What follows belongs to an exercise in optimizing a design on an open flow for small area; a production flow would make more cautious choices.
The RTL was checked by simulation tests, not by an equivalence proof against the original design.
Power is estimated from default activity; no workload was simulated.

Design armature_law, start of the top module:
module armature_law (
    input  wire        clk,
    input  wire        rst,
    input  wire        cfg_we,
    input  wire [6:0]  cfg_addr,
    input  wire [31:0] cfg_wdata,
    input  wire        start,
    input  wire [31:0] meas,
    input  wire [31:0] sp,
    input  wire [31:0] inj,
    input  wire        inj_point,
    output wire        ready,
    output reg         done,
    output reg  [31:0] u,
    output wire [31:0] integ,
    output wire [15:0] gain,
    output wire [31:0] err,
    output reg  [2:0]  flags
);
For scale: roughly 4300 cells after synthesis, ~1100 flip-flops.
==> flow/config.mk <==
export PLATFORM = sky130hd
export DESIGN_NAME = armature_law
export DESIGN_NICKNAME = armature_law
export VERILOG_FILES = /design/flow/design.v
export SDC_FILE = /design/flow/constraint.sdc
export NUM_CORES = 4
export LEC_CHECK = 0
export ABC_AREA = 1
export CAP_MARGIN = 10
export CORE_MARGIN = 2
export CORE_UTILIZATION = 70
export PLACE_DENSITY = 0.8
export SLEW_MARGIN = 10
==> flow/constraint.sdc <==
create_clock -name core_clock -period 20.0 [get_ports {clk}]
set_input_delay 4.0000 -clock core_clock [delete_from_list [all_inputs] [get_ports {clk}]]
set_output_delay 4.0000 -clock core_clock [all_outputs]
set_load 0.01 [all_outputs]
standard.sh (not shown) runs the stock make flow with config.mk's settings and CLKGATE_MAP_FILE= SYNTH_SCRIPT=/design/flow/synth_recipe.tcl, a recipe that flattens the netlist after the stock synthesis.
==> flow/flow/run.sh <==
#!/bin/bash
# The standard layout (standard.sh, unchanged synthesis) with two layout
# options: port buffers use the smallest buffer cell, and clock tree
# synthesis puts up to 32 sinks on a leaf buffer and inserts no dummy loads.
# The whole ORFS output goes to flow_standard.log.
set -uo pipefail
bash standard.sh \
  BUFFER_PORTS_ARGS="-buffer_cell sky130_fd_sc_hd__buf_1" \
  CTS_ARGS="-sink_clustering_enable -repair_clock_nets -dont_use_dummy_load -sink_clustering_size 32 -sink_clustering_max_diameter 65 -buf_list sky130_fd_sc_hd__clkbuf_16" \
  finish > flow_standard.log 2>&1
The starting point ran to the end with no violations.
Next try:
CORE_UTILIZATION = 60   (was 70)
PLACE_DENSITY = 0.72   (was 0.8)
The new run finished with timing, DRC and antenna clean; clock-buffer cell count is higher by 6; via count shrinks by 4.5%; global-route usage fell by 6.7 points; worst setup slack improved by 0.070 ns; combinational power went down by about 4%; hold slack is about the same; fmax rises by 0.36%; core utilization is lower by 11 points; die area is higher by 16%; design area rose by 0.51%.

build 64:
armature_law, a different RTL version from the one above (not shown whole).
Size in the first run: roughly 4,400 cells after synthesis, ~1,100 flip-flops, ~260 I/O pins, roughly 50,000 um^2 of cells after synthesis.
clock: 20.0 ns
lec_check: 0
abc_area: 1
cap_margin: 20
core_margin: 2
core_utilization: 60
place_density: 0.72
slew_margin: 20
==> flow/flow/run.sh <==
#!/bin/bash
# The standard layout (standard.sh, unchanged synthesis) with two layout
# options: port buffers use the smallest buffer cell, and clock tree
# synthesis puts up to 25 sinks on a leaf buffer and inserts no dummy loads.
# The whole ORFS output goes to flow_standard.log.
set -uo pipefail
bash standard.sh \
  BUFFER_PORTS_ARGS="-buffer_cell sky130_fd_sc_hd__buf_1" \
  CTS_ARGS="-sink_clustering_enable -repair_clock_nets -dont_use_dummy_load -sink_clustering_size 25 -sink_clustering_max_diameter 50 -buf_list sky130_fd_sc_hd__clkbuf_16" \
  finish > flow_standard.log 2>&1
Looking at the reports, build 64 completed the entire flow and the layout it produced met the timing, DRC and antenna checks.
Input-level comparison between build 12 and build 64:
# build 64
export LEC_CHECK = 0
export ABC_AREA = 1
export CAP_MARGIN = 20
export CORE_MARGIN = 2
export CORE_UTILIZATION = 60
export PLACE_DENSITY = 0.72
export SLEW_MARGIN = 20
create_clock -name core_clock -period 20.0 [get_ports {clk}]
# build 12
export LEC_CHECK = 0
export ABC_AREA = 1
export CAP_MARGIN = 10
export CORE_MARGIN = 2
export CORE_UTILIZATION = 60
export PLACE_DENSITY = 0.72
export SLEW_MARGIN = 10
create_clock -name core_clock -period 20.0 [get_ports {clk}]
==> flow/flow/run.sh <==
#!/bin/bash
# The standard layout (standard.sh, unchanged synthesis) with two layout
# options: port buffers use the smallest buffer cell, and clock tree
# synthesis puts up to 12 sinks on a small leaf buffer and inserts no dummy loads.
# The whole ORFS output goes to flow_standard.log.
set -uo pipefail
bash standard.sh \
  BUFFER_PORTS_ARGS="-buffer_cell sky130_fd_sc_hd__buf_1" \
  CTS_ARGS="-sink_clustering_enable -repair_clock_nets -dont_use_dummy_load -sink_clustering_size 12 -sink_clustering_max_diameter 30 -sink_clustering_buffer sky130_fd_sc_hd__clkbuf_4 -buf_list sky130_fd_sc_hd__clkbuf_16" \
  finish > flow_standard.log 2>&1
### Flow results
- The run with more setup slack is build 64; build 12 has less.
- Build 12 against build 64: number of standard cells after synthesis barely changed; first-iteration DRC count now sits lower; non-clock buffer area fraction after layout now sits at about the same level.
- Global-route usage: higher on build 12
Here is what was changed in the inputs of build 98 compared with build 12.
==> flow/flow/run.sh <==
#!/bin/bash
# The standard layout (standard.sh, unchanged synthesis) with two layout
# options: port buffers use the smallest buffer cell, and clock tree
# synthesis puts up to 20 sinks on a mid-size leaf buffer and inserts no dummy loads.
# The whole ORFS output goes to flow_standard.log.
set -uo pipefail
bash standard.sh \
  BUFFER_PORTS_ARGS="-buffer_cell sky130_fd_sc_hd__buf_1" \
  CTS_ARGS="-sink_clustering_enable -repair_clock_nets -dont_use_dummy_load -sink_clustering_size 20 -sink_clustering_max_diameter 45 -sink_clustering_buffer sky130_fd_sc_hd__clkbuf_8 -buf_list sky130_fd_sc_hd__clkbuf_16" \
  finish > flow_standard.log 2>&1
==> comparison <==
Result: PASS for each of build 98 and build 12
From build 98 to build 12, post-detailed-placement half-perimeter wirelength did not move at all.
Taking build 12 as the reference point, the buffer and inverter count on the worst path of build 98 falls by 7.
Number of inserted filler cells in the final layout, build 98 vs build 12: down slightly
Against build 12, build 98 comes in 495 lower on via total after detailed routing.
Compared to build 12, the routing of build 98 uses less wire.
[compare] base=build 12 new=build 98: clock network contribution to total cell area closely matched the old numbers; design internal power closely matched the old numbers.
[build 98 vs build 12] global-route usage: lower in build 98
Between build 98 and build 12, it is build 98 whose power share of the sequential group is higher, by 0.2 points.
--- input diff build 98..build 75 ---
==> flow/flow/run.sh <==
#!/bin/bash
# The standard layout (standard.sh, unchanged synthesis) with two layout
# options: port buffers use the smallest buffer cell, and clock tree
# synthesis puts up to 32 sinks on a leaf buffer and inserts no dummy loads.
# The whole ORFS output goes to flow_standard.log.
set -uo pipefail
bash standard.sh \
  BUFFER_PORTS_ARGS="-buffer_cell sky130_fd_sc_hd__buf_1" \
  CTS_ARGS="-sink_clustering_enable -repair_clock_nets -dont_use_dummy_load -sink_clustering_size 32 -sink_clustering_max_diameter 65 -buf_list sky130_fd_sc_hd__clkbuf_16" \
  finish > flow_standard.log 2>&1
## What came out
- Summary of build 75 over build 98: cell area about even, core utilization of the finished layout about even, total power after layout about even.
- Delta (build 75 minus build 98): global-route usage decreased 0.19 points; post-layout worst setup margin shows an increase of 62 ps.

## static timing again, ports no longer ideal
How much do the figures lean on ideal ports? The routed layouts below were timed once more, with nothing changed but the port constraints. Step 1: set_driving_cell puts a clkbuf_16 on clk and a buf_2 on each other input, an assumption about the parent block. Step 2 times the ports against the registers' clock, not the clock port: input delays grow and output delays shrink by t, the midpoint of the rising clock arrivals with the driver on. a / b / c = ideal ports / drivers / drivers and shift; a / b = the first two.
run | t (ns) | setup WS [ns] | worst hold slack (ns) | worst data-port slew with drivers (ns) | pins driven straight from the clock port
the first run of note 1 | 0.726 | 0.716 / 0.716 / 0.716 | 0.425 / 0.425 / 0.425 | 0.15 | 1
the second run of note 1 | 0.723 | 0.786 / 0.786 / 0.786 | 0.424 / 0.424 / 0.424 | 0.14 | 1
build 64 | 0.723 | 0.874 / 0.874 / 0.874 | 0.420 / 0.420 / 0.420 | 0.12 | 1
build 12 | 0.782 | 0.840 / 0.840 / 0.840 | 0.379 / 0.379 / 0.379 | 0.12 | 1
build 98 | 0.699 | 0.819 / 0.819 / 0.819 | 0.416 / 0.416 / 0.416 | 0.11 | 1
build 75 | 0.684 | 0.881 / 0.881 / 0.881 | 0.413 / 0.413 / 0.413 | 0.12 | 1
After both steps setup and hold are still met in every run listed.
